What follows belongs to an exercise in optimizing a design on an open flow for small area, a short achievable clock period and few clock cycles per item; a production flow would make more cautious choices. At most, simulation tests tie the RTL to the original design; equivalence was not proved. Only the layout flow was run in run 5; the RTL was not checked for function there.

$ cat flow/flow/run.sh
#!/bin/bash
# Layout flow: the standard flow (standard synthesis, floorplan, placement,
# CTS, routing) unchanged, except that timing repair aims for a setup slack of
# SETUP_SLACK_MARGIN ns (from flow/margin) instead of 0 against the 12 ns clock,
# so that the tools size and buffer the design for a shorter period.
set -euo pipefail
MARGIN=$(cat flow/margin)
echo "setup margin $MARGIN" > run.log
bash standard.sh SETUP_SLACK_MARGIN="$MARGIN" finish > standard.log 2>&1
echo "done" >> run.log
$ cat flow/flow/margin
8
$ cat flow/standard.sh
#!/bin/bash
# synth_recipe.tcl (not shown) runs the flow's synth.tcl, then flattens the netlist and writes it again
# the make line also repeats each setting of config.mk as NAME=value (left out here)
make -C /OpenROAD-flow-scripts/flow DESIGN_CONFIG=/design/flow/config.mk WORK_HOME=/design/flow/orfs CLKGATE_MAP_FILE= SYNTH_SCRIPT=/design/flow/synth_recipe.tcl "${@:-finish}"
$ cat flow/config.mk
export PLATFORM = sky130hd
export DESIGN_NAME = aes_core
export DESIGN_NICKNAME = aes_core
export VERILOG_FILES = /design/flow/design.v
export SDC_FILE = /design/flow/constraint.sdc
export NUM_CORES = 8
export LEC_CHECK = 0
export CAP_MARGIN = 30
export CORE_MARGIN = 2
export CORE_UTILIZATION = 50
export CTS_CLUSTER_DIAMETER = 60
export CTS_CLUSTER_SIZE = 30
export GPL_ROUTABILITY_DRIVEN = 0
export SLEW_MARGIN = 30
$ cat flow/constraint.sdc
create_clock -name core_clock -period 12.0 [get_ports {clk}]
set_input_delay 2.4000 -clock core_clock [delete_from_list [all_inputs] [get_ports {clk}]]
set_output_delay 2.4000 -clock core_clock [all_outputs]
set_load 0.01 [all_outputs]
$ cat flow/design.v
module aes_sbox_ed_a (
    input  wire [7:0]  a,
    input  wire        dec,
    output wire [17:0] m
);
    wire M1, M2, M3, M4, M5, M6, M7, M8, M9, M10, M11, M12, M13, M14, M15, M16, M17, M18, M19, M20, M21, M22, M23, M24, M25, M26, M27, M28, M29, M30, M31, M32, M33, M34, M35, M36, M37, M38, M39, M40, M41, M42, M43, M44, M45, M46, M47, M48, M49, M50, M51, M52, M53, M54, M55, M56, M57, M58, M59, M60, M61, M62, M63, T1, T2, T3, T4, T5, T6, T7, T8, T9, T10, T11, T12, T13, T14, T15, T16, T17, T18, T19, T20, T21, T22, T23, T24, T25, T26, T27, U0, U1, U2, U3, U4, U5, U6, U7;
    wire [7:0] ai;
    assign ai[0] = ~(a[2] ^ a[5] ^ a[7]);
    assign ai[1] = a[0] ^ a[3] ^ a[6];
    assign ai[2] = ~(a[1] ^ a[4] ^ a[7]);
    assign ai[3] = a[0] ^ a[2] ^ a[5];
    assign ai[4] = a[1] ^ a[3] ^ a[6];
    assign ai[5] = a[2] ^ a[4] ^ a[7];
    assign ai[6] = a[0] ^ a[3] ^ a[5];
    assign ai[7] = a[1] ^ a[4] ^ a[6];
    wire [7:0] u = dec ? ai : a;
    assign U0 = u[7];
    assign U1 = u[6];
    assign U2 = u[5];
    assign U3 = u[4];
    assign U4 = u[3];
    assign U5 = u[2];
    assign U6 = u[1];
    assign U7 = u[0];
    assign T1 = U0 ^ U3;
    assign T2 = U0 ^ U5;
    assign T3 = U0 ^ U6;
    assign T4 = U3 ^ U5;
    assign T5 = U4 ^ U6;
    assign T6 = T1 ^ T5;
    assign T7 = U1 ^ U2;
    assign T8 = U7 ^ T6;
    assign T9 = U7 ^ T7;
    assign T10 = T6 ^ T7;
    assign T11 = U1 ^ U5;
    assign T12 = U2 ^ U5;
    assign T13 = T3 ^ T4;
    assign T14 = T6 ^ T11;
    assign T15 = T5 ^ T11;
    assign T16 = T5 ^ T12;
    assign T17 = T9 ^ T16;
    assign T18 = U3 ^ U7;
    assign T19 = T7 ^ T18;
    assign T20 = T1 ^ T19;
    assign T21 = U6 ^ U7;
    assign T22 = T7 ^ T21;
    assign T23 = T2 ^ T22;
    assign T24 = T2 ^ T10;
    assign T25 = T20 ^ T17;
    assign T26 = T3 ^ T16;
    assign T27 = T1 ^ T12;
    assign M1 = T13 & T6;
    assign M2 = T23 & T8;
    assign M3 = T14 ^ M1;
    assign M4 = T19 & U7;
    assign M5 = M4 ^ M1;
    assign M6 = T3 & T16;
    assign M7 = T22 & T9;
    assign M8 = T26 ^ M6;
    assign M9 = T20 & T17;
    assign M10 = M9 ^ M6;
    assign M11 = T1 & T15;
    assign M12 = T4 & T27;
    assign M13 = M12 ^ M11;
    assign M14 = T2 & T10;
    assign M15 = M14 ^ M11;
    assign M16 = M3 ^ M2;
    assign M17 = M5 ^ T24;
    assign M18 = M8 ^ M7;
    assign M19 = M10 ^ M15;
    assign M20 = M16 ^ M13;
    assign M21 = M17 ^ M15;
    assign M22 = M18 ^ M13;
    assign M23 = M19 ^ T25;
    assign M24 = M22 ^ M23;
    assign M25 = M22 & M20;
    assign M26 = M21 ^ M25;
    assign M27 = M20 ^ M21;
    assign M28 = M23 ^ M25;
    assign M29 = M28 & M27;
    assign M30 = M26 & M24;
    assign M31 = M20 & M23;
    assign M32 = M27 & M31;
    assign M33 = M27 ^ M25;
    assign M34 = M21 & M22;
    assign M35 = M24 & M34;
    assign M36 = M24 ^ M25;
    assign M37 = M21 ^ M29;
    assign M38 = M32 ^ M33;
    assign M39 = M23 ^ M30;
    assign M40 = M35 ^ M36;
    assign M41 = M38 ^ M40;
    assign M42 = M37 ^ M39;
    assign M43 = M37 ^ M38;
    assign M44 = M39 ^ M40;
    assign M45 = M42 ^ M41;
    assign M46 = M44 & T6;
    assign M47 = M40 & T8;
    assign M48 = M39 & U7;
    assign M49 = M43 & T16;
    assign M50 = M38 & T9;
    assign M51 = M37 & T17;
    assign M52 = M42 & T15;
    assign M53 = M45 & T27;
    assign M54 = M41 & T10;
    assign M55 = M44 & T13;
    assign M56 = M40 & T23;
    assign M57 = M39 & T19;
    assign M58 = M43 & T3;
    assign M59 = M38 & T22;
    assign M60 = M37 & T20;
    assign M61 = M42 & T1;
    assign M62 = M45 & T4;
    assign M63 = M41 & T2;
    assign m = {M46, M47, M48, M49, M50, M51, M52, M53, M54, M55, M56, M57, M58, M59, M60, M61, M62, M63};
endmodule
module aes_sbox_ed_b (
    input  wire [17:0] m,
    input  wire        dec,
    input  wire [7:0]  k,
    output wire [7:0]  y
);
    wire L0, L1, L2, L3, L4, L5, L6, L7, L8, L9, L10, L11, L12, L13, L14, L15, L16, L17, L18, L19, L20, L21, L22, L23, L24, L25, L26, L27, L28, L29, M46, M47, M48, M49, M50, M51, M52, M53, M54, M55, M56, M57, M58, M59, M60, M61, M62, M63;
    assign {M46, M47, M48, M49, M50, M51, M52, M53, M54, M55, M56, M57, M58, M59, M60, M61, M62, M63} = m;
    assign L0 = M61 ^ M62;
    assign L1 = M50 ^ M56;
    assign L2 = M46 ^ M48;
    assign L3 = M47 ^ M55;
    assign L4 = M54 ^ M58;
    assign L5 = M49 ^ M61;
    assign L6 = M62 ^ L5;
    assign L7 = M46 ^ L3;
    assign L8 = M51 ^ M59;
    assign L9 = M52 ^ M53;
    assign L10 = M53 ^ L4;
    assign L11 = M60 ^ L2;
    assign L12 = M48 ^ M51;
    assign L13 = M50 ^ L0;
    assign L14 = M52 ^ M61;
    assign L15 = M55 ^ L1;
    assign L16 = M56 ^ L0;
    assign L17 = M57 ^ L1;
    assign L18 = M58 ^ L8;
    assign L19 = M63 ^ L4;
    assign L20 = L0 ^ L1;
    assign L21 = L1 ^ L7;
    assign L22 = L3 ^ L12;
    assign L23 = L18 ^ L2;
    assign L24 = L15 ^ L9;
    assign L25 = L6 ^ L10;
    assign L26 = L7 ^ L9;
    assign L27 = L8 ^ L10;
    assign L28 = L11 ^ L14;
    assign L29 = L11 ^ L17;
    wire [7:0] yf;
    assign yf[7] = L6 ^ L24;
    assign yf[6] = ~(L16 ^ L26);
    assign yf[5] = ~(L19 ^ L28);
    assign yf[4] = L6 ^ L21;
    assign yf[3] = L20 ^ L22;
    assign yf[2] = L25 ^ L29;
    assign yf[1] = ~(L13 ^ L27);
    assign yf[0] = ~(L6 ^ L23);
    wire [7:0] yi;
    assign yi[7] = M49 ^ M51 ^ M52 ^ M54 ^ M58 ^ M59 ^ M61 ^ M62 ^ k[7];
    assign yi[6] = M47 ^ M48 ^ M49 ^ M50 ^ M52 ^ M54 ^ M55 ^ M56 ^ M59 ^ M60 ^ M61 ^ M63 ^ k[6];
    assign yi[5] = M47 ^ M48 ^ M49 ^ M50 ^ M52 ^ M54 ^ M56 ^ M57 ^ M58 ^ M60 ^ M61 ^ M62 ^ k[5];
    assign yi[4] = M46 ^ M48 ^ M52 ^ M54 ^ M58 ^ M59 ^ M61 ^ M62 ^ k[4];
    assign yi[3] = M46 ^ M48 ^ M50 ^ M51 ^ M52 ^ M53 ^ M56 ^ M57 ^ M58 ^ M59 ^ M61 ^ M63 ^ k[3];
    assign yi[2] = M46 ^ M47 ^ M50 ^ M51 ^ M52 ^ M54 ^ M58 ^ M59 ^ M61 ^ M62 ^ k[2];
    assign yi[1] = M49 ^ M50 ^ M52 ^ M53 ^ M58 ^ M59 ^ M61 ^ M62 ^ k[1];
    assign yi[0] = M55 ^ M57 ^ M61 ^ M63 ^ k[0];
    assign y = dec ? yi : yf;
endmodule
module aes_sbox_f_a (
    input  wire [7:0]  a,
    output wire [17:0] m
);
    wire M1, M2, M3, M4, M5, M6, M7, M8, M9, M10, M11, M12, M13, M14, M15, M16, M17, M18, M19, M20, M21, M22, M23, M24, M25, M26, M27, M28, M29, M30, M31, M32, M33, M34, M35, M36, M37, M38, M39, M40, M41, M42, M43, M44, M45, M46, M47, M48, M49, M50, M51, M52, M53, M54, M55, M56, M57, M58, M59, M60, M61, M62, M63, T1, T2, T3, T4, T5, T6, T7, T8, T9, T10, T11, T12, T13, T14, T15, T16, T17, T18, T19, T20, T21, T22, T23, T24, T25, T26, T27, U0, U1, U2, U3, U4, U5, U6, U7;
    wire [7:0] u = a;
    assign U0 = u[7];
    assign U1 = u[6];
    assign U2 = u[5];
    assign U3 = u[4];
    assign U4 = u[3];
    assign U5 = u[2];
    assign U6 = u[1];
    assign U7 = u[0];
    assign T1 = U0 ^ U3;
    assign T2 = U0 ^ U5;
    assign T3 = U0 ^ U6;
    assign T4 = U3 ^ U5;
    assign T5 = U4 ^ U6;
    assign T6 = T1 ^ T5;
    assign T7 = U1 ^ U2;
    assign T8 = U7 ^ T6;
    assign T9 = U7 ^ T7;
    assign T10 = T6 ^ T7;
    assign T11 = U1 ^ U5;
    assign T12 = U2 ^ U5;
    assign T13 = T3 ^ T4;
    assign T14 = T6 ^ T11;
    assign T15 = T5 ^ T11;
    assign T16 = T5 ^ T12;
    assign T17 = T9 ^ T16;
    assign T18 = U3 ^ U7;
    assign T19 = T7 ^ T18;
    assign T20 = T1 ^ T19;
    assign T21 = U6 ^ U7;
    assign T22 = T7 ^ T21;
    assign T23 = T2 ^ T22;
    assign T24 = T2 ^ T10;
    assign T25 = T20 ^ T17;
    assign T26 = T3 ^ T16;
    assign T27 = T1 ^ T12;
    assign M1 = T13 & T6;
    assign M2 = T23 & T8;
    assign M3 = T14 ^ M1;
    assign M4 = T19 & U7;
    assign M5 = M4 ^ M1;
    assign M6 = T3 & T16;
    assign M7 = T22 & T9;
    assign M8 = T26 ^ M6;
    assign M9 = T20 & T17;
    assign M10 = M9 ^ M6;
    assign M11 = T1 & T15;
    assign M12 = T4 & T27;
    assign M13 = M12 ^ M11;
    assign M14 = T2 & T10;
    assign M15 = M14 ^ M11;
    assign M16 = M3 ^ M2;
    assign M17 = M5 ^ T24;
    assign M18 = M8 ^ M7;
    assign M19 = M10 ^ M15;
    assign M20 = M16 ^ M13;
    assign M21 = M17 ^ M15;
    assign M22 = M18 ^ M13;
    assign M23 = M19 ^ T25;
    assign M24 = M22 ^ M23;
    assign M25 = M22 & M20;
    assign M26 = M21 ^ M25;
    assign M27 = M20 ^ M21;
    assign M28 = M23 ^ M25;
    assign M29 = M28 & M27;
    assign M30 = M26 & M24;
    assign M31 = M20 & M23;
    assign M32 = M27 & M31;
    assign M33 = M27 ^ M25;
    assign M34 = M21 & M22;
    assign M35 = M24 & M34;
    assign M36 = M24 ^ M25;
    assign M37 = M21 ^ M29;
    assign M38 = M32 ^ M33;
    assign M39 = M23 ^ M30;
    assign M40 = M35 ^ M36;
    assign M41 = M38 ^ M40;
    assign M42 = M37 ^ M39;
    assign M43 = M37 ^ M38;
    assign M44 = M39 ^ M40;
    assign M45 = M42 ^ M41;
    assign M46 = M44 & T6;
    assign M47 = M40 & T8;
    assign M48 = M39 & U7;
    assign M49 = M43 & T16;
    assign M50 = M38 & T9;
    assign M51 = M37 & T17;
    assign M52 = M42 & T15;
    assign M53 = M45 & T27;
    assign M54 = M41 & T10;
    assign M55 = M44 & T13;
    assign M56 = M40 & T23;
    assign M57 = M39 & T19;
    assign M58 = M43 & T3;
    assign M59 = M38 & T22;
    assign M60 = M37 & T20;
    assign M61 = M42 & T1;
    assign M62 = M45 & T4;
    assign M63 = M41 & T2;
    assign m = {M46, M47, M48, M49, M50, M51, M52, M53, M54, M55, M56, M57, M58, M59, M60, M61, M62, M63};
endmodule
module aes_sbox_f_b (
    input  wire [17:0] m,
    output wire [7:0]  y
);
    wire L0, L1, L2, L3, L4, L5, L6, L7, L8, L9, L10, L11, L12, L13, L14, L15, L16, L17, L18, L19, L20, L21, L22, L23, L24, L25, L26, L27, L28, L29, M46, M47, M48, M49, M50, M51, M52, M53, M54, M55, M56, M57, M58, M59, M60, M61, M62, M63;
    assign {M46, M47, M48, M49, M50, M51, M52, M53, M54, M55, M56, M57, M58, M59, M60, M61, M62, M63} = m;
    assign L0 = M61 ^ M62;
    assign L1 = M50 ^ M56;
    assign L2 = M46 ^ M48;
    assign L3 = M47 ^ M55;
    assign L4 = M54 ^ M58;
    assign L5 = M49 ^ M61;
    assign L6 = M62 ^ L5;
    assign L7 = M46 ^ L3;
    assign L8 = M51 ^ M59;
    assign L9 = M52 ^ M53;
    assign L10 = M53 ^ L4;
    assign L11 = M60 ^ L2;
    assign L12 = M48 ^ M51;
    assign L13 = M50 ^ L0;
    assign L14 = M52 ^ M61;
    assign L15 = M55 ^ L1;
    assign L16 = M56 ^ L0;
    assign L17 = M57 ^ L1;
    assign L18 = M58 ^ L8;
    assign L19 = M63 ^ L4;
    assign L20 = L0 ^ L1;
    assign L21 = L1 ^ L7;
    assign L22 = L3 ^ L12;
    assign L23 = L18 ^ L2;
    assign L24 = L15 ^ L9;
    assign L25 = L6 ^ L10;
    assign L26 = L7 ^ L9;
    assign L27 = L8 ^ L10;
    assign L28 = L11 ^ L14;
    assign L29 = L11 ^ L17;
    wire [7:0] yf;
    assign yf[7] = L6 ^ L24;
    assign yf[6] = ~(L16 ^ L26);
    assign yf[5] = ~(L19 ^ L28);
    assign yf[4] = L6 ^ L21;
    assign yf[3] = L20 ^ L22;
    assign yf[2] = L25 ^ L29;
    assign yf[1] = ~(L13 ^ L27);
    assign yf[0] = ~(L6 ^ L23);
    assign y = yf;
endmodule
module aes_core (
    input  wire         clk,
    input  wire         rst,          
    input  wire         key_load,     
    input  wire         key_len256,   
    input  wire [255:0] key_in,
    input  wire         start,        
    input  wire         decrypt,      
    input  wire [127:0] din,
    output wire         ready,
    output reg          done,         
    output wire [127:0] dout
);
    localparam integer SW = 18;       
    localparam integer KW = 18;       
    function automatic [7:0] xtime(input [7:0] b);
        xtime = {b[6:0], 1'b0} ^ (b[7] ? 8'h1b : 8'h00);
    endfunction
    function automatic [31:0] mix_col_k(input [31:0] c, input [31:0] k);
        reg [7:0] a0, a1, a2, a3, t;
        begin
            a0 = c[31:24]; a1 = c[23:16]; a2 = c[15:8]; a3 = c[7:0];
            t = a0 ^ a1 ^ a2 ^ a3;
            mix_col_k[31:24] = (a0 ^ k[31:24]) ^ t ^ xtime(a0 ^ a1);
            mix_col_k[23:16] = (a1 ^ k[23:16]) ^ t ^ xtime(a1 ^ a2);
            mix_col_k[15:8]  = (a2 ^ k[15:8])  ^ t ^ xtime(a2 ^ a3);
            mix_col_k[7:0]   = (a3 ^ k[7:0])   ^ t ^ xtime(a3 ^ a0);
        end
    endfunction
    function automatic [31:0] pre_inv(input [31:0] c);
        reg [7:0] a0, a1, a2, a3, u, v;
        begin
            a0 = c[31:24]; a1 = c[23:16]; a2 = c[15:8]; a3 = c[7:0];
            u = xtime(xtime(a0 ^ a2));
            v = xtime(xtime(a1 ^ a3));
            pre_inv = {a0 ^ u, a1 ^ v, a2 ^ u, a3 ^ v};
        end
    endfunction
    function automatic [7:0] rcon_of(input [3:0] i);
        case (i)
            4'd1:    rcon_of = 8'h01;
            4'd2:    rcon_of = 8'h02;
            4'd3:    rcon_of = 8'h04;
            4'd4:    rcon_of = 8'h08;
            4'd5:    rcon_of = 8'h10;
            4'd6:    rcon_of = 8'h20;
            4'd7:    rcon_of = 8'h40;
            4'd8:    rcon_of = 8'h80;
            4'd9:    rcon_of = 8'h1b;
            4'd10:   rcon_of = 8'h36;
            default: rcon_of = 8'h00;
        endcase
    endfunction
    reg  [255:0] k0;           
    reg  [255:0] klast;        
    reg          kl_valid;     
    reg          cur_k256;     
    reg          sreg;         
    reg  [2:0]   sregc;
    reg          preg;         
    reg          dreg;
    reg  [127:0] din_r;
    reg          ready_r;
    reg  [127:0] dout_r;
    reg          v0, d0, k2560, x0, p0, c0;
    reg  [3:0]   dc0;
    reg          kd1280;
    reg  [3:0]   r0;
    reg  [127:0] s0;
    reg  [255:0] w0;
    reg          v1, d1, k2561, x1, p1, c1, l1;
    reg          kdec1, krot1, dnl1;
    reg  [3:0]   r1;
    reg  [7:0]   rcon1;
    reg  [16*SW-1:0] m1;
    reg  [255:0] w1;
    reg  [KW*4-1:0]  km1;
    assign dout  = dout_r;
    assign ready = ready_r;
    wire [127:0] sh;           
    wire [16*SW-1:0] m_a;
    genvar gi;
    generate
        for (gi = 0; gi < 16; gi = gi + 1) begin : g_a
            localparam integer R  = gi % 4;
            localparam integer C  = gi / 4;
            localparam integer FW = 4 * ((C + R) % 4) + R;       
            localparam integer BW = 4 * ((C + 4 - R) % 4) + R;   
            assign sh[127 - 8*gi -: 8] = dc0[C] ? s0[127 - 8*BW -: 8] : s0[127 - 8*FW -: 8];
            aes_sbox_ed_a u_sa (
                .a   (sh[127 - 8*gi -: 8]),
                .dec (dc0[C]),
                .m   (m_a[SW*gi +: SW])
            );
        end
    endgenerate
    wire        kdec_a = d0 && !x0;                  
    wire [31:0] ks_in  = w0[31:0] ^ (kd1280 ? w0[63:32] : 32'h0);
    wire [KW*4-1:0] km_a;
    generate
        for (gi = 0; gi < 4; gi = gi + 1) begin : g_ka
            aes_sbox_f_a u_ka (
                .a (ks_in[31 - 8*gi -: 8]),
                .m (km_a[KW*gi +: KW])
            );
        end
    endgenerate
    wire [3:0] r_next = r0 + 4'd1;
    wire       l_next = (r_next == (k2560 ? 4'd14 : 4'd10));
    wire       krot_a = !k2560 || r_next[0];
    reg  [3:0] rci;
    always @(*) begin
        case ({k2560, kdec_a})
            2'b00:   rci = r_next + 4'd1;                 
            2'b10:   rci = (r_next + 4'd1) >> 1;          
            2'b01:   rci = 4'd10 - r_next;                
            default: rci = (4'd15 - r_next) >> 1;         
        endcase
    end
    wire [31:0] ksub;
    generate
        for (gi = 0; gi < 4; gi = gi + 1) begin : g_kb
            aes_sbox_f_b u_kb (
                .m (km1[KW*gi +: KW]),
                .y (ksub[31 - 8*gi -: 8])
            );
        end
    endgenerate
    wire [31:0]  kg = krot1 ? ({ksub[23:0], ksub[31:24]} ^ {rcon1, 24'h0}) : ksub;
    wire [127:0] ka = k2561 ? w1[255:128] : w1[127:0];
    wire [31:0]  ka0 = ka[127:96], ka1 = ka[95:64], ka2 = ka[63:32], ka3 = ka[31:0];
    wire [127:0] kn = kdec1 ? {ka0 ^ kg, ka1 ^ ka0, ka2 ^ ka1, ka3 ^ ka2}
                            : {ka0 ^ kg, ka0 ^ ka1 ^ kg, ka0 ^ ka1 ^ ka2 ^ kg, ka0 ^ ka1 ^ ka2 ^ ka3 ^ kg};
    wire [255:0] wn = {w1[127:0], kn};
    wire [127:0] rk = w1[127:0];               
    wire [127:0] t;
    generate
        for (gi = 0; gi < 16; gi = gi + 1) begin : g_b
            aes_sbox_ed_b u_sb (
                .m   (m1[SW*gi +: SW]),
                .dec (d1),
                .k   (rk[127 - 8*gi -: 8]),
                .y   (t[127 - 8*gi -: 8])
            );
        end
    endgenerate
    wire [127:0] rke = d1 ? 128'h0 : rk;
    wire [127:0] tp, tm;
    generate
        for (gi = 0; gi < 4; gi = gi + 1) begin : g_mix
            assign tp[127 - 32*gi -: 32] = pre_inv(t[127 - 32*gi -: 32]);
        end
    endgenerate
    wire [127:0] u  = dnl1 ? tp : t;
    generate
        for (gi = 0; gi < 4; gi = gi + 1) begin : g_mix2
            assign tm[127 - 32*gi -: 32] = mix_col_k(u[127 - 32*gi -: 32], rke[127 - 32*gi -: 32]);
        end
    endgenerate
    wire [127:0] y  = l1 ? (u ^ rke) : tm;
    wire fin      = v1 && l1 && !p1;             
    wire res      = fin && !x1;                  
    wire expdone  = fin && x1;                   
    wire prepdone = v1 && p1;                    
    wire park     = sreg && dreg && !kl_valid;   
    wire acc_k    = key_load && ready_r && !rst;
    wire acc_s    = start && ready_r && !rst;
    wire clr_cap  = acc_k || park;
    wire capture  = res && !d1 && c1 && !clr_cap;
    wire [255:0] kl_new = {w1[127:0], w1[255:128]};
    wire [255:0] wnew = (dreg && kl_valid) ? klast : k0;    
    reg          v0n, d0n, k0n, x0n, p0n, c0n;
    reg  [3:0]   r0n;
    always @(*) begin
        if (sreg) begin
            v0n = 1'b1; d0n = dreg; k0n = cur_k256; x0n = park; p0n = 1'b0;
            c0n = !dreg && !kl_valid && !acc_k; r0n = 4'd0;
        end else if (preg) begin
            v0n = 1'b1; d0n = 1'b0; k0n = 1'b0; x0n = 1'b0; p0n = 1'b1;
            c0n = 1'b0; r0n = 4'd15;
        end else if (expdone) begin
            v0n = 1'b1; d0n = 1'b1; k0n = k2561; x0n = 1'b0; p0n = 1'b0;
            c0n = 1'b0; r0n = 4'd0;
        end else begin
            v0n = v1 && !l1 && !p1; d0n = d1; k0n = k2561; x0n = x1; p0n = p1;
            c0n = c1 && !clr_cap; r0n = r1;
        end
        if (rst) v0n = 1'b0;
    end
    wire v1n   = v0 && !rst;
    wire sregn = acc_s;
    wire pregn = acc_k && !key_len256;
    wire klvn  = !(rst || acc_k || park) && (kl_valid || capture || expdone);
    wire k256n = acc_k ? key_len256 : cur_k256;
    wire [3:0] rnn   = r0n + 4'd1;
    wire slotfree_n  = !v0n || ((rnn == (k0n ? 4'd14 : 4'd10)) && !x0n && !p0n);
    wire pend_n      = (v0n && x0n) || (v1n && x0);
    wire park_n      = sregn && decrypt && !klvn;
    wire prep_n      = pregn || (v0n && p0n);
    wire order_n     = v1n && !l_next && (k2560 != k256n);
    always @(posedge clk) begin
        sreg    <= sregn;
        sregc   <= {(start && ready_r) || rst, start && ready_r, (start && ready_r && !key_load) || rst};
        preg    <= pregn;
        dreg    <= decrypt && start && ready_r;
        din_r   <= din;
        ready_r <= slotfree_n && !pend_n && !park_n && !prep_n && !order_n;
        if (acc_k) begin
            k0       <= key_len256 ? key_in : {key_in[255:128], key_in[255:128]};
            cur_k256 <= key_len256;
        end else if (prepdone) begin
            k0[127:0] <= kn;
        end
        kl_valid <= klvn;
        v1    <= v1n;
        d1    <= d0;
        k2561 <= k2560;
        x1    <= x0;
        p1    <= p0;
        c1    <= c0 && !clr_cap;
        r1    <= r_next;
        l1    <= l_next;
        kdec1 <= kdec_a;
        krot1 <= krot_a;
        rcon1 <= rcon_of(rci);
        dnl1  <= d0 && !l_next;
        m1    <= m_a;
        km1   <= km_a;
        w1    <= w0;
        dout_r <= y;
        done   <= res && !rst;
        v0     <= v0n;
        d0     <= d0n;
        dc0    <= {d0n & v0n, d0n | !v0n, d0n ^ !v0n, d0n};
        kd1280 <= d0n && !x0n && !k0n;
        k2560  <= k0n;
        x0     <= x0n;
        p0     <= p0n;
        c0     <= c0n;
        r0     <= r0n;
        if (sregc[2])
            s0 <= din_r ^ wnew[255:128];
        else if (expdone)
            s0 <= klast[127:0] ^ rk;
        else
            s0 <= y;
        if (sregc[1] || preg)
            w0[255:128] <= wnew[255:128];
        else
            w0[255:128] <= w1[127:0];
        if (sregc[0] || preg)
            w0[127:0] <= wnew[127:0];
        else if (expdone)
            w0[127:0] <= w1[255:128];
        else
            w0[127:0] <= kn;
        if (park) begin
            klast[127:0] <= din_r;
        end else if (capture || expdone) begin
            klast <= kl_new;
        end
    end
endmodule
==> results of run 1 <==
routing by layer:
layer | track usage | share of wire | vias to the layer above
li1 | - | - | 36900
met1 | 0.501 | 0.38 | 40900
met2 | 0.544 | 0.41 | 4994
met3 | 0.131 | 0.13 | 979
met4 | 0.238 | 0.078 | 14
met5 | 0 | 0.00099 | -
worst reg2reg max path, delay by kind of cell (launching register included):
kind	cells	cell delay [ns]
and+or+nand+nor	2	0.27
muxes	1	0.26
DFF	1	0.63
xor gates and xnor gates	9	2.53
AOI/OAI and AO/OA	1	0.37
sequential cells by signal (all words and copies together), names as in the netlist, 3 cells and up:
register,cells
s0,128
sregc,3
km1,72
k0,256
din_r,128
w1,256
dc0,4
w0,256
dout_r,128
rcon1,8
klast,256
m1,288
r0,4
r1,4
how the worst max path moves through the flow:
stage | from | end
floorplan | rst | klast[128]
global placement | rst | klast[79]
detailed placement | rst | klast[153]
CTS | m1[74] | s0[68]
global route | m1[248] | s0[7]
finish | w1[65] | s0[68]
synth_stat cells, types with 91 or more instances:
cell	number
a211oi_1	132
a21oi_1	492
a221o_1	113
buf_1	106
clkbuf_1	441
dfxtp_1	1302
edfxtp_1	512
inv_1	92
mux2i_1	580
nand2_1	984
nand2b_1	91
nor2_1	850
nor2b_1	294
nor3_1	159
o211ai_1	107
o21ai_0	394
xnor2_1	2306
xnor3_1	252
xor2_1	745
xor3_1	91
through the flow:
stage	cells	utilization
finish	14400	0.630
global route	14300	0.630
CTS	14000	0.601
detailed placement	13500	0.541
global placement	13500	0.540
floorplan	10600	-
area by class of cell:
class	instances	area [um^2]	share of cell area
Multi-Input combinational cell	8083	70700	0.530
Tap cell	2821	3530	0.0264
Timing Repair inverter	1	8.76	0.0000656
Clock buffer	170	4010	0.0300
Timing Repair Buffer	1249	11500	0.0865
Inverter	94	389	0.00291
Antenna cell	19	47.5	0.000356
Clock inverter	105	1370	0.0102
Sequential cell	1814	41900	0.314
repair_timing:
action                                  4_1_cts  5_1_grt
cloned                                       16        9
endpoints found under the setup margin     1337      619
resized for setup                          1058      649
pin swaps                                   214      271
setup buffers                               265      278
logic make-up (layout without fill, tap and decap cells):
group	count (synthesis)	after routing	share of synthesized area
DFF	1814	1814	0.389
muxes	615	615	0.0589
and+or+nand+nor	2527	2534	0.104
other	0	19	0
AOI/OAI and AO/OA	1434	1434	0.0829
buffers and inverters	697	1619	0.0253
xor gates and xnor gates	3450	3451	0.334
adders and majority gates	49	49	0.00576
==> summary.md, run 1 <==
| Metric | Value |
|---|---|
| GR Overflow Total | `0` |
| Vias in the first global route | `77.5k` |
| WP data required | `12.74 ns` |
| P&R area growth vs syn | `25.5%` |
| Worst Path Buf+Inv | `0` |
| Max Cap Viol | `0` |
| Slew at the pin with the worst max-slew slack | `1.13 ns` |
| Reg2Reg Capture Point | `s0[68]` |
| CTS H-tree lvls | `4` |
| Synthesized net count | `11.0k` |
| Min-delay src | `w0[84]` |
| Crit-path slowest cell | `dfxtp_1` |
| DP Worst Slack | `5.22 ns` |
| Synthesized area per cell | `10.1 um^2` |
| Die area | `0.217 mm^2` |
| Synth area leaders | `dfxtp_1 (24%), xnor2_1 (19%), edfxtp_1 (14%)` |
| Hold Path Sink | `w1[84]` |
| Site Rows | `169` |
| Final ANT Viol Nets | `0` |
| Hold buffers post-CTS | `0` |
| Crit path depth | `13` |
| WS Path Type | `flop to flop` |
| R2r worst-path depth | `13` |
| Sum Neg Setup Slack | `0 ns` |
| Post-route cell area | `0.134 mm^2` |
| Hold path cells | `0` |
| Core area | `0.212 mm^2` |
| #FFs+latches synth | `1814` |
| Layout cells sized above 1 | `0.203` |
| Starting density of the core | `0.502` |
| Clock transition at the registers of the reported paths | `0.09 ns` |
| Crit share post-route | `0.350` |
| Bufs on Longest Clock Path | `3` |
| IO Count | `520` |
| Unrepaired setup endpoints after global routing | `yes` |
| Clock Tree Root | `clkbuf_16` |
| Slew HR | `0.243` |
| CP top delay family | `XOR/XNOR gates` |
| Most frequent cells in the layout | `xnor2_1 (1825), dfxtp_1 (1041), nand2_1 (954), nor2_1 (831), buf_4 (642)` |
| Netlist Area Pre-Place | `0.106 mm^2` |
| Yosys Warn Count | `1` |
| Total track usage | `0.384` |
| Area post-placement | `0.115 mm^2` |
| CTS tree | `yes` |
| IO Port Bufs | `519` |
| Via count | `83.8k` |
| Clk sinks | `1814` |
| Fin Hold WS | `0.312 ns` |
| Die W | `465 um` |
| Max-slew violations | `0` |
| Worst-skew pair later-pin latency | `0.88 ns` |
| DRT Pass-1 Iters | `8` |
| Wire length per cell | `30.6 um` |
| Async set-reset flop share out of synthesis | `0` |
| Seq/Total Area, Yosys | `0.389` |
| Worst endpoint data arrival time | `4.94 ns` |
| Type of destination of the critical path | `flop` |
| Drt drc | `0` |
| Leading cell type in the layout, fill and taps excluded | `xnor2_1` |
| CP startpoint kind | `flop` |
| Cell count after synthesis | `10.6k` |
| CTS buffer count | `147` |
| Nets | `11.8k` |
| Yosys cell types | `77` |
| Final setup viols | `0` |
| Max frequency | `238 MHz` |
| Initial antenna violation count | `36` |
| Top FF cell, synth | `dfxtp_1` |
| Drt initial violations | `10.9k` |
| Pin count of the biggest net entering global routing | `165` |
| Vias per cell | `5.84` |
| Post-DP HPWL | `325 mm` |
| Cell Chain, Critical Path | `xnor3_1, xnor3_1, mux2i_1, xnor2_2, xor2_1, xnor2_1, nand2_1, xor2_2, xor2_1, xnor2_1, nor2_1, xnor2_2, a221o_1` |
| WL final | `440 mm` |
| R2R Setup Slk | `7.80 ns` |
| Delay of the slowest critical-path stage | `0.63 ns` |
| Worst reg2reg startpoint | `w1[65]` |
| Post-layout min period | `4.20 ns` |
| Final Hold Fails | `0` |
| Number of enable flip-flop cells after synthesis | `512` |
| Post-route setup slack | `7.80 ns` |
| Status | `timing/DRC/antenna clean` |
| Skew final | `0.0730 ns` |
| Crit Path Max Fanout | `4` |
| First-pass GRT wire length | `587 mm` |
| Die Y | `465 um` |
| Filler instances | `16.8k` |
| Hold Path Class | `flop to flop` |
| Top-area cell type share of the netlist area | `0.245` |
| Post-synth top area cell | `dfxtp_1` |
Testbench counts, summed over its fixed seeds: cycles 10,301, blocks 768.
==> run 2: changes to the inputs <==
--- a/flow/config.mk
+++ b/flow/config.mk
@@ -8,7 +8,5 @@
 export CAP_MARGIN = 30
 export CORE_MARGIN = 2
 export CORE_UTILIZATION = 50
-export CTS_CLUSTER_DIAMETER = 60
-export CTS_CLUSTER_SIZE = 30
 export GPL_ROUTABILITY_DRIVEN = 0
 export SLEW_MARGIN = 30
==> summary.md, run 2 <==
| Metric | Value |
|---|---|
| Area post-placement | `0.115 mm^2` |
| Crit Path Max Fanout | `4` |
| Largest family of logic cells by synthesized area | `XOR/XNOR gates` |
| Cell Chain, Critical Path | `xnor3_2, xnor3_2, xnor3_1, mux2i_4, xor2_2, nand2_4, xor2_4, buf_12, xnor2_4, buf_4, xnor2_2, xnor2_2, nor2_1, xnor2_2, a221o_1` |
| Synthesized net count | `11.0k` |
| Clock Tree Root | `clkbuf_16` |
| CP top delay family | `XOR/XNOR gates` |
| Simple-gate area share of the yosys netlist | `0.104` |
| Site Rows | `169` |
| Post-route cell area | `0.135 mm^2` |
| Final ANT Viol Nets | `0` |
| Vias per cell | `5.81` |
| Vias in the first global route | `77.7k` |
| Worst-skew pair later-pin latency | `0.89 ns` |
| Max frequency | `241 MHz` |
| WL final | `438 mm` |
| Post-route setup slack | `7.84 ns` |
| Worst Path Buf+Inv | `2` |
| Post-DP HPWL | `325 mm` |
| Die Y | `465 um` |
| Delay of the slowest critical-path stage | `0.50 ns` |
| Post-Synth Adder-Cell Area | `0.00576` |
| Unrepaired setup endpoints after global routing | `yes` |
| Synthesized area per cell | `10.1 um^2` |
| Hold Path Class | `flop to flop` |
| Hold buffers post-CTS | `0` |
| Crit-path slowest cell | `a221o_1` |
| IO Count | `520` |
| Drt drc | `0` |
| Pin count of the biggest net entering global routing | `165` |
| Register with the most flip-flops | `m1` |
| Yosys Warn Count | `1` |
| Initial antenna violation count | `31` |
| Die W | `465 um` |
| Post-synth top area cell | `dfxtp_1` |
| Synth area leaders | `dfxtp_1 (24%), xnor2_1 (19%), edfxtp_1 (14%)` |
| Nets | `11.9k` |
| Synth Area in Compound Gates | `0.0829` |
| Sum Neg Setup Slack | `0 ns` |
| DP Worst Slack | `5.22 ns` |
| CTS tree | `yes` |
| Post-layout min period | `4.16 ns` |
| DRT Pass-1 Iters | `10` |
| Top FF cell, synth | `dfxtp_1` |
| #FFs+latches synth | `1814` |
| Status | `timing/DRC/antenna clean` |
| Most frequent CP cell | `xnor2_2` |
| First-pass GRT wire length | `587 mm` |
| Wire length per cell | `30.3 um` |
| Slew at the pin with the worst max-slew slack | `1.13 ns` |
| Crit share post-route | `0.346` |
| Final Hold Fails | `0` |
| Type of destination of the critical path | `flop` |
| Netlist Area Pre-Place | `0.106 mm^2` |
| Clock transition at the registers of the reported paths | `0.06 ns` |
| CTS H-tree lvls | `4` |
| Seq/Total Area, Yosys | `0.389` |
| Mux cell area share after synthesis | `0.0589` |
| Cell count after synthesis | `10.6k` |
| Total track usage | `0.384` |
| Max Cap Viol | `0` |
| CP startpoint kind | `flop` |
| Commonest cells post-synth | `xnor2_1 (2306), dfxtp_1 (1302), nand2_1 (984), nor2_1 (850), xor2_1 (745)` |
| Via count | `84.0k` |
| WS Path Type | `flop to flop` |
| Slew HR | `0.241` |
| Clk sinks | `1814` |
| XOR/XNOR Fraction of Synth Area | `0.334` |
| Number of enable flip-flop cells after synthesis | `512` |
| WP data required | `12.71 ns` |
| Bufs on Longest Clock Path | `3` |
| P&R area growth vs syn | `26.5%` |
| Final setup viols | `0` |
| IO Port Bufs | `519` |
| Top-area cell type share of the netlist area | `0.245` |
| Yosys cell types | `77` |
| Core area | `0.212 mm^2` |
| Starting density of the core | `0.502` |
| Max reg flops | `288` |
| Worst endpoint data arrival time | `4.86 ns` |
| Most frequent cells in the layout | `xnor2_1 (1844), dfxtp_1 (1048), nand2_1 (957), nor2_1 (828), buf_4 (653)` |
| Count leader, synth | `xnor2_1` |
| Drt initial violations | `10.8k` |
| Async set-reset flop share out of synthesis | `0` |
| Skew final | `0.0696 ns` |
| GR Overflow Total | `0` |
| CTS buffer count | `192` |
| Leading cell type in the layout, fill and taps excluded | `xnor2_1` |
| Max-slew violations | `0` |
| Layout cells sized above 1 | `0.203` |
| Die area | `0.217 mm^2` |
## run 2: changes by cell type in the layout (fill, tap and decap cells not counted), moves of 12 or more
cell	previous run	this run
clkbuf_1	8	50
clkbuf_8	9	30
bufinv_16	4	16
clkbuf_16	162	202
clkinv_8	18	2
clkinv_2	5	28
xnor2_1	1825	1844
inv_6	30	6
xnor2_2	419	398
dlygate4sd2_1	124	112
## run 2: per-layer routing
layer | vias to the layer above | part of all wire | GRT usage
li1 | 37100 | - | -
met1 | 41100 | 0.38 | 0.508
met2 | 4831 | 0.42 | 0.552
met3 | 963 | 0.13 | 0.122
met4 | 11 | 0.073 | 0.221
met5 | - | 0.0011 | 0
## run 2: path summary, 6_finish.rpt
path,startpoint,end,slack (ns),cells past startpoint
setup / recovery,m1[115],s0[68],7.84,15
hold / removal,w0[78],w1[78],0.31,0
setup reg to reg,m1[115],s0[68],7.84,15
hold reg to reg,w0[78],w1[78],0.31,0
## run 2: stage by stage
stage | std cells | util | hold WS, ns
floorplan | 10600 | - | 0.310
global placement | 13500 | 0.540 | 0.310
detailed placement | 13500 | 0.541 | 0.312
CTS | 14100 | 0.607 | 0.310
global route | 14400 | 0.635 | 0.325
finish | 14500 | 0.636 | 0.307
## run 2: cells by family (layout without fill, tap and decap cells)
group	after synthesis	in the layout
fa+ha+maj	49	49
flops	1814	1814
compound gates	1434	1434
buf+inv	697	1715
other cells	0	20
mux	615	615
simple gates	2527	2533
xor+xnor	3450	3452
## run 2: area by class of cell
type	instances	area, um^2
Fill cell	16700	77200
Multi-Input combinational cell	8083	70600
Antenna cell	20	50.0
Tap cell	2821	3530
Clock inverter	86	1130
Timing Repair Buffer	1258	11600
Sequential cell	1814	41900
Timing Repair inverter	1	8.76
Clock buffer	276	5520
Inverter	94	399
## run 2: what timing repair did
action                                   CTS  global route
gates cloned                              14             7
endpoints found under the hold margin      0             0
pin swaps                                195           324
buffers inserted                         256           300
endpoints found under the setup margin  1336           599
resized for setup                       1074           598
==> run 3: changes to the inputs <==
--- a/flow/config.mk
+++ b/flow/config.mk
@@ -9,4 +9,5 @@
 export CORE_MARGIN = 2
 export CORE_UTILIZATION = 50
 export GPL_ROUTABILITY_DRIVEN = 0
+export PLACE_DENSITY = 0.65
 export SLEW_MARGIN = 30
==> summary.md, run 3 <==
| Metric | Value |
|---|---|
| Status | `timing/DRC/antenna clean` |
| Clock transition at the registers of the reported paths | `0.06 ns` |
| Netlist Area Pre-Place | `0.106 mm^2` |
| Post-route setup slack | `7.61 ns` |
| Worst Path Buf+Inv | `3` |
| Commonest cells post-synth | `xnor2_1 (2306), dfxtp_1 (1302), nand2_1 (984), nor2_1 (850), xor2_1 (745)` |
| CTS tree | `yes` |
| Nets | `11.9k` |
| Top-area cell type share of the netlist area | `0.245` |
| CP startpoint kind | `flop` |
| Yosys cell types | `77` |
| Vias per cell | `5.89` |
| Slew at the pin with the worst max-slew slack | `1.18 ns` |
| Via count | `85.4k` |
| Max-slew violations | `0` |
| First-pass GRT wire length | `580 mm` |
| Worst reg2reg startpoint | `w1[85]` |
| Most frequent cells in the layout | `xnor2_1 (1834), dfxtp_1 (1041), nand2_1 (958), nor2_1 (809), buf_4 (668)` |
| CTS buffer count | `193` |
| Skew final | `0.0657 ns` |
| Synthesized area per cell | `10.1 um^2` |
| Seq/Total Area, Yosys | `0.389` |
| Final setup viols | `0` |
| Sum Neg Setup Slack | `0 ns` |
| WP data required | `12.76 ns` |
| GR peak layer | `met2` |
| DRT Pass-1 Iters | `8` |
| WS Path Type | `flop to flop` |
| Drt initial violations | `11.8k` |
| Layout cells sized above 1 | `0.212` |
| Clk sinks | `1814` |
| Area post-placement | `0.115 mm^2` |
| Reg2Reg Capture Point | `s0[76]` |
| Met2 usage | `0.540` |
| Crit-path slowest cell | `dfxtp_2` |
| Cell count after synthesis | `10.6k` |
| #FFs+latches synth | `1814` |
| P&R area growth vs syn | `27.2%` |
| IO Count | `520` |
| Crit path depth | `16` |
| Met1 Use GR | `0.476` |
| Number of enable flip-flop cells after synthesis | `512` |
| Core area | `0.212 mm^2` |
| CP startpoint | `w1[85]` |
| Type of destination of the critical path | `flop` |
| Post-layout min period | `4.39 ns` |
| Unrepaired setup endpoints after global routing | `yes` |
| Hold buffers post-CTS | `0` |
| Register with the most flip-flops | `m1` |
| Crit Path Max Fanout | `7` |
| Top FF cell, synth | `dfxtp_1` |
| Pin count of the biggest net entering global routing | `177` |
| Post-route cell area | `0.135 mm^2` |
| Hold Path Class | `flop to flop` |
| WL final | `434 mm` |
| GR Overflow Total | `0` |
| Worst endpoint data arrival time | `5.14 ns` |
| Post-synth top area cell | `dfxtp_1` |
| CP Capture Point | `s0[76]` |
| Count leader, synth | `xnor2_1` |
| Final ANT Viol Nets | `0` |
| Wire length per cell | `29.9 um` |
| CTS H-tree lvls | `4` |
| Crit share post-route | `0.366` |
| Drt drc | `0` |
| Met3 Usage GRT | `0.129` |
| R2R Setup Slk | `7.61 ns` |
| Max Cap Viol | `0` |
| Yosys Warn Count | `1` |
| Clock Tree Root | `clkbuf_16` |
| Async set-reset flop share out of synthesis | `0` |
| Vias in the first global route | `78.9k` |
| Worst-skew pair later-pin latency | `0.91 ns` |
| Delay of the slowest critical-path stage | `0.75 ns` |
| Site Rows | `169` |
| Synth area leaders | `dfxtp_1 (24%), xnor2_1 (19%), edfxtp_1 (14%)` |
| Most frequent CP cell | `xnor2_1` |
| Final Hold Fails | `0` |
| Post-DP HPWL | `317 mm` |
| DP Worst Slack | `5.40 ns` |
| Die Y | `465 um` |
| Initial antenna violation count | `45` |
| Max reg flops | `288` |
| Slew HR | `0.204` |
| Synthesized net count | `11.0k` |
| R2r worst-path depth | `16` |
| Bufs on Longest Clock Path | `3` |
| Die area | `0.217 mm^2` |
| Total track usage | `0.376` |
| Max frequency | `228 MHz` |
| IO Port Bufs | `519` |
| Die W | `465 um` |
| Starting density of the core | `0.502` |
| Leading cell type in the layout, fill and taps excluded | `xnor2_1` |
| CP top delay family | `XOR/XNOR gates` |
| Cell Chain, Critical Path | `xnor2_1, xnor2_1, or3_4, a31oi_4, o21a_1, o21ai_4, buf_12, xor2_4, buf_12, xnor2_4, buf_8, xor2_2, xnor2_1, nor2_1, xnor2_2, a221o_1` |
-- run 3: worst min path at each step --
stage	cells after the start	from	to	slack, ns
after detailed placement	0	w0[194]	w1[194]	0.31
after CTS	0	w0[71]	w1[71]	0.30
after global routing	0	w0[231]	w1[231]	0.32
after global placement	0	w0[95]	w1[95]	0.31
final	0	w0[71]	w1[71]	0.30
after floorplan	0	p0	p1	0.31
-- run 3: logic make-up (layout without fill, tap and decap cells) --
family,after synthesis,count (layout),synth area share
other cells,0,18,0
compound gates,1434,1434,0.0829
mux,615,615,0.0589
xor+xnor,3450,3451,0.334
simple gates,2527,2531,0.104
fa+ha+maj,49,49,0.00576
flops,1814,1814,0.389
buf+inv,697,1752,0.0253
-- run 3: routing by layer --
metal  part of all wire  vias to the layer above
met4              0.084                       26
met1               0.36                    41500
met5             0.0015                        -
met3               0.13                     1215
li1                   -                    37100
met2               0.42                     5505
-- run 3: timing repair --
item / in CTS / in global routing
gates resized for setup: 1067 / 730
setup endpoints to repair: 1196 / 668
buffers inserted: 287 / 306
gates cloned: 13 / 7
hold endpoints to repair: 0 / 0
pin swaps: 236 / 375
-- run 3: through the flow --
stage	utilization	hold WS (ns)	instances
2_1_floorplan	-	0.310	10600
3_3_place_gp	0.540	0.310	13500
3_5_place_dp	0.541	0.312	13500
4_1_cts	0.606	0.303	14200
5_1_grt	0.639	0.319	14500
6_report	0.639	0.302	14500
-- run 3: final cells by class --
class                   instances  area [um^2]
clock buffers                 279         5590
repair inverters                3         28.8
diodes                         18         45.0
fillers                     16100        76500
flip-flops and latches       1814        41900
well taps                    2821         3530
repair buffers               1293        11900
inverters                      94          399
clock inverters                83          976
multi-input cells            8080        71000
==> run 4: changes to the inputs <==
--- a/flow/config.mk
+++ b/flow/config.mk
@@ -8,6 +8,7 @@
 export CAP_MARGIN = 30
 export CORE_MARGIN = 2
 export CORE_UTILIZATION = 50
+export CTS_CLUSTER_DIAMETER = 50
+export CTS_CLUSTER_SIZE = 40
 export GPL_ROUTABILITY_DRIVEN = 0
-export PLACE_DENSITY = 0.65
 export SLEW_MARGIN = 30
==> summary.md, run 4 <==
| Metric | Value |
|---|---|
| Status | `timing/DRC/antenna clean` |
| Worst-skew pair later-pin latency | `0.92 ns` |
| Via count | `84.4k` |
| Vias per cell | `5.82` |
| Final setup viols | `0` |
| Sum Neg Setup Slack | `0 ns` |
| Final ANT Viol Nets | `0` |
| Max-slew violations | `0` |
| Slew HR | `0.208` |
| Unrepaired setup endpoints after global routing | `yes` |
| Type of destination of the critical path | `flop` |
| #FFs+latches synth | `1814` |
| WP data required | `12.79 ns` |
| Count leader, synth | `xnor2_1` |
| CTS buffer count | `197` |
| Wire length per cell | `30.4 um` |
| IO Count | `520` |
| Post-synth top area cell | `dfxtp_1` |
| Cell count after synthesis | `10.6k` |
| Netlist Area Pre-Place | `0.106 mm^2` |
| DRT Pass-1 Iters | `9` |
| Clock Tree Root | `clkbuf_16` |
| Most frequent CP cell | `xnor2_2` |
| WS Path Type | `flop to flop` |
| Core area | `0.212 mm^2` |
| First-pass GRT wire length | `589 mm` |
| Final Hold Fails | `0` |
| Site Rows | `169` |
| Cell Chain, Critical Path | `xor3_1, xnor3_2, xnor3_1, mux2i_4, xor2_2, nand2_4, xor2_4, buf_12, xnor2_4, buf_4, xnor2_2, xnor2_2, nor2_1, xnor2_2, a221o_1` |
| Layout cells sized above 1 | `0.218` |
| Drt initial violations | `11.0k` |
| Top FF cell, synth | `dfxtp_1` |
| Slew at the pin with the worst max-slew slack | `1.19 ns` |
| Skew final | `0.0804 ns` |
| Synthesized area per cell | `10.1 um^2` |
| CP startpoint kind | `flop` |
| Die Y | `465 um` |
| Crit share post-route | `0.353` |
| Max Cap Viol | `0` |
| Vias in the first global route | `78.0k` |
| GR Overflow Total | `0` |
| Nets | `11.9k` |
| Bufs on Longest Clock Path | `3` |
| P&R area growth vs syn | `28.0%` |
| Max reg flops | `288` |
| Post-layout min period | `4.24 ns` |
| Hold Path Class | `flop to flop` |
| Commonest cells post-synth | `xnor2_1 (2306), dfxtp_1 (1302), nand2_1 (984), nor2_1 (850), xor2_1 (745)` |
| Post-DP HPWL | `325 mm` |
| Yosys cell types | `77` |
| Crit-path slowest cell | `xnor3_2` |
| Seq/Total Area, Yosys | `0.389` |
| Total track usage | `0.385` |
| IO Port Bufs | `519` |
| Initial antenna violation count | `44` |
| Starting density of the core | `0.502` |
| Synthesized net count | `11.0k` |
| Delay of the slowest critical-path stage | `0.45 ns` |
| Die area | `0.217 mm^2` |
| Hold buffers post-CTS | `0` |
| Die W | `465 um` |
| WL final | `441 mm` |
| Worst endpoint data arrival time | `5.03 ns` |
| Number of enable flip-flop cells after synthesis | `512` |
| Max frequency | `236 MHz` |
| CTS H-tree lvls | `4` |
| Clk sinks | `1814` |
| Pin count of the biggest net entering global routing | `165` |
| Drt drc | `0` |
| Top-area cell type share of the netlist area | `0.245` |
| Yosys Warn Count | `1` |
| Crit Path Max Fanout | `3` |
| Leading cell type in the layout, fill and taps excluded | `xnor2_1` |
| Most frequent cells in the layout | `xnor2_1 (1834), dfxtp_1 (1032), nand2_1 (952), nor2_1 (821), buf_4 (680)` |
| Async set-reset flop share out of synthesis | `0` |
| Synth area leaders | `dfxtp_1 (24%), xnor2_1 (19%), edfxtp_1 (14%)` |
| Clock transition at the registers of the reported paths | `0.07 ns` |
| CTS tree | `yes` |
| Register with the most flip-flops | `m1` |
==> run 4: cell count changes in the layout (fill, tap and decap cells not counted), sizes merged, moves of 3 or more <==
cell and delta:
inv +64, clkbuf -45, clkdlybuf4s15 +14, dlygate4sd2 -13, clkinv -12, clkinvlp +6
buf -5, nand2 +3
==> run 4: layout make-up <==
class | count | area (um^2)
Tap cell | 2821 | 3530
Timing Repair Buffer | 1294 | 12000
Timing Repair inverter | 2 | 17.5
Sequential cell | 1814 | 42000
Clock buffer | 230 | 5330
Inverter | 94 | 389
Antenna cell | 19 | 47.5
Clock inverter | 143 | 1900
Multi-Input combinational cell | 8086 | 71100
Fill cell | 16500 | 75600
==> run 4: worst max-delay path: cells and delay by family (launching register included) <==
| kind | cells | cell delay (ns) |
|---|---|---|
| multiplexers | 1 | 0.27 |
| buffers and inverters | 2 | 0.31 |
| XOR/XNOR | 9 | 2.58 |
| AND/OR/NAND/NOR | 2 | 0.24 |
| AO/OA/AOI/OAI | 1 | 0.37 |
| flip-flops | 1 | 0.35 |
==> run 4: stage by stage <==
stage / instance area, um^2 / instances / util / setup slack, ns / hold slack (ns)
after floorplan: 107000 / 10600 / - / 6.53 / 0.310
after global placement: 115000 / 13500 / 0.540 / 5.26 / 0.310
after detailed placement: 115000 / 13500 / 0.541 / 5.22 / 0.312
after CTS: 129000 / 14200 / 0.610 / 7.74 / 0.309
after global routing: 136000 / 14500 / 0.643 / 7.79 / 0.314
final: 136000 / 14500 / 0.643 / 7.76 / 0.295
==> run 4: metal layers <==
layer	up-vias	wire length, um	track usage
met5	-	860	0
met4	22	34200	0.234
met3	1105	56900	0.132
met2	4989	182000	0.549
met1	41100	168000	0.502
li1	37200	-	-
==> run 4: cells by family after synthesis <==
| group | Yosys count | synth area share |
|---|---|---|
| compound gates | 1434 | 0.0829 |
| buf+inv | 697 | 0.0253 |
| flops | 1814 | 0.389 |
| fa+ha+maj | 49 | 0.00576 |
| xor+xnor | 3450 | 0.334 |
| mux | 615 | 0.0589 |
| simple gates | 2527 | 0.104 |
==> run 4: path summary, 6_finish.rpt <==
check,slack [ns],to,depth (start not counted),from
min reg2reg,0.30,w1[84],0,w0[84]
min,0.30,w1[84],0,w0[84]
max,7.76,s0[68],15,m1[122]
max reg2reg,7.76,s0[68],15,m1[122]
==> run 4: timing repair <==
item,CTS,global route
cloned,20,9
pin swaps,203,342
buffers inserted,267,320
resized for setup,1086,736
endpoints found under the setup margin,1321,607
==> run 5: changes to the inputs <==
--- a/flow/design.v
+++ b/flow/design.v
@@ -161,15 +161,7 @@
     assign yf[2] = L25 ^ L29;
     assign yf[1] = ~(L13 ^ L27);
     assign yf[0] = ~(L6 ^ L23);
-    wire [7:0] yi;
-    assign yi[7] = M49 ^ M51 ^ M52 ^ M54 ^ M58 ^ M59 ^ M61 ^ M62 ^ k[7];
-    assign yi[6] = M47 ^ M48 ^ M49 ^ M50 ^ M52 ^ M54 ^ M55 ^ M56 ^ M59 ^ M60 ^ M61 ^ M63 ^ k[6];
-    assign yi[5] = M47 ^ M48 ^ M49 ^ M50 ^ M52 ^ M54 ^ M56 ^ M57 ^ M58 ^ M60 ^ M61 ^ M62 ^ k[5];
-    assign yi[4] = M46 ^ M48 ^ M52 ^ M54 ^ M58 ^ M59 ^ M61 ^ M62 ^ k[4];
-    assign yi[3] = M46 ^ M48 ^ M50 ^ M51 ^ M52 ^ M53 ^ M56 ^ M57 ^ M58 ^ M59 ^ M61 ^ M63 ^ k[3];
-    assign yi[2] = M46 ^ M47 ^ M50 ^ M51 ^ M52 ^ M54 ^ M58 ^ M59 ^ M61 ^ M62 ^ k[2];
-    assign yi[1] = M49 ^ M50 ^ M52 ^ M53 ^ M58 ^ M59 ^ M61 ^ M62 ^ k[1];
-    assign yi[0] = M55 ^ M57 ^ M61 ^ M63 ^ k[0];
+    wire [7:0] yi = {yf[6:0], yf[7]} ^ {yf[4:0], yf[7:5]} ^ {yf[1:0], yf[7:2]} ^ 8'h05 ^ k;
     assign y = dec ? yi : yf;
 endmodule
 module aes_sbox_f_a (
--- a/flow/config.mk
+++ b/flow/config.mk
@@ -8,7 +8,4 @@
 export CAP_MARGIN = 30
 export CORE_MARGIN = 2
 export CORE_UTILIZATION = 50
-export CTS_CLUSTER_DIAMETER = 50
-export CTS_CLUSTER_SIZE = 40
-export GPL_ROUTABILITY_DRIVEN = 0
 export SLEW_MARGIN = 30
==> summary.md, run 5 <==
| Metric | Value |
|---|---|
| CTS tree | `yes` |
| Core area | `0.215 mm^2` |
| Max frequency | `231 MHz` |
| R2R Setup Slk | `7.66 ns` |
| Min-delay src | `w0[223]` |
| Final Hold Fails | `0` |
| Vias per cell | `5.84` |
| Via count | `87.4k` |
| Clock Tree Root | `clkbuf_16` |
| Final ANT Viol Nets | `0` |
| WS Path Type | `flop to flop` |
| Yosys cell types | `89` |
| CP startpoint kind | `flop` |
| Starting density of the core | `0.503` |
| Sum Neg Setup Slack | `0 ns` |
| GR Overflow Total | `0` |
| First-pass GRT wire length | `627 mm` |
| Hold Path Sink | `w1[223]` |
| Total track usage | `0.411` |
| Drt initial violations | `11.5k` |
| Crit Path Max Fanout | `3` |
| Clk sinks | `1814` |
| IO Port Bufs | `519` |
| Area post-placement | `0.117 mm^2` |
| Crit-path slowest cell | `xnor3_1` |
| Synthesized area per cell | `9.99 um^2` |
| Final setup viols | `0` |
| Max Cap Viol | `0` |
| Commonest cells post-synth | `xnor2_1 (2044), dfxtp_1 (1302), nand2_1 (1068), nor2_1 (916), xor2_1 (716)` |
| Nets | `12.4k` |
| Netlist Area Pre-Place | `0.108 mm^2` |
| Post-synth top area cell | `dfxtp_1` |
| Pin count of the biggest net entering global routing | `143` |
| Post-DP HPWL | `352 mm` |
| Worst reg2reg startpoint | `m1[137]` |
| Die area | `0.220 mm^2` |
| Max reg flops | `288` |
| Vias in the first global route | `79.9k` |
| Max-slew violations | `0` |
| Top-area cell type share of the netlist area | `0.241` |
| Crit share post-route | `0.361` |
| DRT Pass-1 Iters | `6` |
| Post-route cell area | `0.143 mm^2` |
| Register with the most flip-flops | `m1` |
| Status | `timing/DRC/antenna clean` |
| Slew at the pin with the worst max-slew slack | `1.22 ns` |
| Gp weighted congestion | `1.05` |
| Post-layout min period | `4.34 ns` |
| R2r worst-path depth | `16` |
| Slew HR | `0.190` |
| Top FF cell, synth | `dfxtp_1` |
| Drt drc | `0` |
| Hold path cells | `0` |
| Synth area leaders | `dfxtp_1 (24%), xnor2_1 (17%), edfxtp_1 (14%)` |
| Type of destination of the critical path | `flop` |
| Die Y | `469 um` |
| Worst Path Buf+Inv | `3` |
| IO Count | `520` |
| Worst endpoint data arrival time | `5.09 ns` |
| Hold Path Class | `flop to flop` |
| Reg2Reg Capture Point | `s0[69]` |
| Skew final | `0.0732 ns` |
| P&R area growth vs syn | `32.2%` |
| WP data required | `12.76 ns` |
| Most frequent cells in the layout | `xnor2_1 (1480), dfxtp_1 (1053), nand2_1 (1024), buf_4 (846), nor2_1 (833)` |
| Synthesized net count | `11.2k` |
| Yosys Warn Count | `1` |
| Clock transition at the registers of the reported paths | `0.06 ns` |
| Async set-reset flop share out of synthesis | `0` |
| CP top delay family | `XOR/XNOR gates` |
| Unrepaired setup endpoints after global routing | `yes` |
| Cell Chain, Critical Path | `xnor3_1, xnor2_2, xnor3_1, xor3_1, o21ai_4, buf_6, xnor3_2, buf_6, xnor2_4, nand2_2, xnor2_2, xnor2_2, buf_6, mux2_4, nand3b_1, nand3_2` |
| Final Util | `0.665` |
| WL final | `472 mm` |
| CTS buffer count | `198` |
| Seq/Total Area, Yosys | `0.384` |
| Wire length per cell | `31.6 um` |
| Delay of the slowest critical-path stage | `0.46 ns` |
| Layout cells sized above 1 | `0.259` |
| #FFs+latches synth | `1814` |
| Site Rows | `170` |
| Die W | `469 um` |
| Number of enable flip-flop cells after synthesis | `512` |
| Crit path depth | `16` |
| Bufs on Longest Clock Path | `3` |
| Leading cell type in the layout, fill and taps excluded | `xnor2_1` |
| Worst-skew pair later-pin latency | `0.91 ns` |
| Cell count after synthesis | `10.8k` |
| Initial antenna violation count | `57` |
| CTS H-tree lvls | `4` |
| Count leader, synth | `xnor2_1` |
## run 5: area by class of cell
cell class	count	area [um^2]
antenna	16	40.0
clock buffer	270	5670
clock inverter	106	1230
fill	16500	71900
inverter	110	443
multi-input combinational	8273	75700
sequential	1814	41900
tap	2838	3550
timing repair buffer	1534	14200
## run 5: metal layers
metal,vias up,GRT usage,wire length [um]
met5,-,0,143
met3,994,0.103,56000
met4,22,0.258,36500
li1,38500,-,-
met1,42900,0.565,185000
met2,4995,0.577,195000
## run 5: worst max-delay path by stage
stage / start / to
after CTS: m1[25] / s0[113]
after global placement: rst / klast[101]
after global routing: m1[137] / s0[69]
after floorplan: rst / klast[128]
after detailed placement: rst / ready_r
final: m1[137] / s0[69]
## run 5: metrics by stage
step	instances	setup slack [ns]	hold slack, ns
3_5_place_dp	13800	5.54	0.312
2_1_floorplan	10800	6.60	0.310
5_1_grt	15000	7.65	0.283
4_1_cts	14600	7.81	0.288
3_3_place_gp	13800	5.28	0.310
6_report	15000	7.66	0.288
## run 5: repair_timing
item / CTS / global route
endpoints found under the hold margin: 0 / 0
hold buffers: 0 / 0
gates resized for setup: 1602 / 794
endpoints found under the setup margin: 1400 / 814
buffers inserted: 426 / 364
pin swaps: 431 / 474
cloned: 14 / 6
## run 5: logic make-up after synthesis
logic type	after synthesis	share of synthesized area
fa+ha+maj	53	0.00605
compound gates	1657	0.0912
flops	1814	0.384
xor+xnor	3250	0.327
mux	622	0.0584
buf+inv	725	0.0255
simple gates	2684	0.108

## port drivers added, routing unchanged
How much do the figures lean on ideal ports? The routed layouts below were timed once more, with nothing changed but the port constraints.
Step 1: set_driving_cell puts a clkbuf_16 on clk and a buf_2 on each other input, an assumption about the parent block.
Step 2 times the ports against the registers' clock, not the clock port: input delays grow and output delays shrink by t, the midpoint of the rising clock arrivals with the driver on.
Three values: ideal, step 1, step 2; two values: the first two.
run	t, ns	setup WS [ns]	worst register clock-pin slew, ns	cell pins on the clock port's net
run 1	0.948	7.796 / 7.796 / 7.124	0.11 / 0.11	1
run 2	0.961	7.843 / 7.843 / 7.066	0.07 / 0.07	1
run 3	0.970	7.612 / 7.612 / 7.024	0.07 / 0.07	1
run 4	0.976	7.763 / 7.763 / 6.917	0.08 / 0.08	1
run 5	0.979	7.665 / 7.665 / 7.085	0.07 / 0.07	1
After both steps every run listed still meets setup and hold. The setup slack of run 4, which loses most, moves by 0.000 ns with the drivers and by -0.846 ns with both steps.
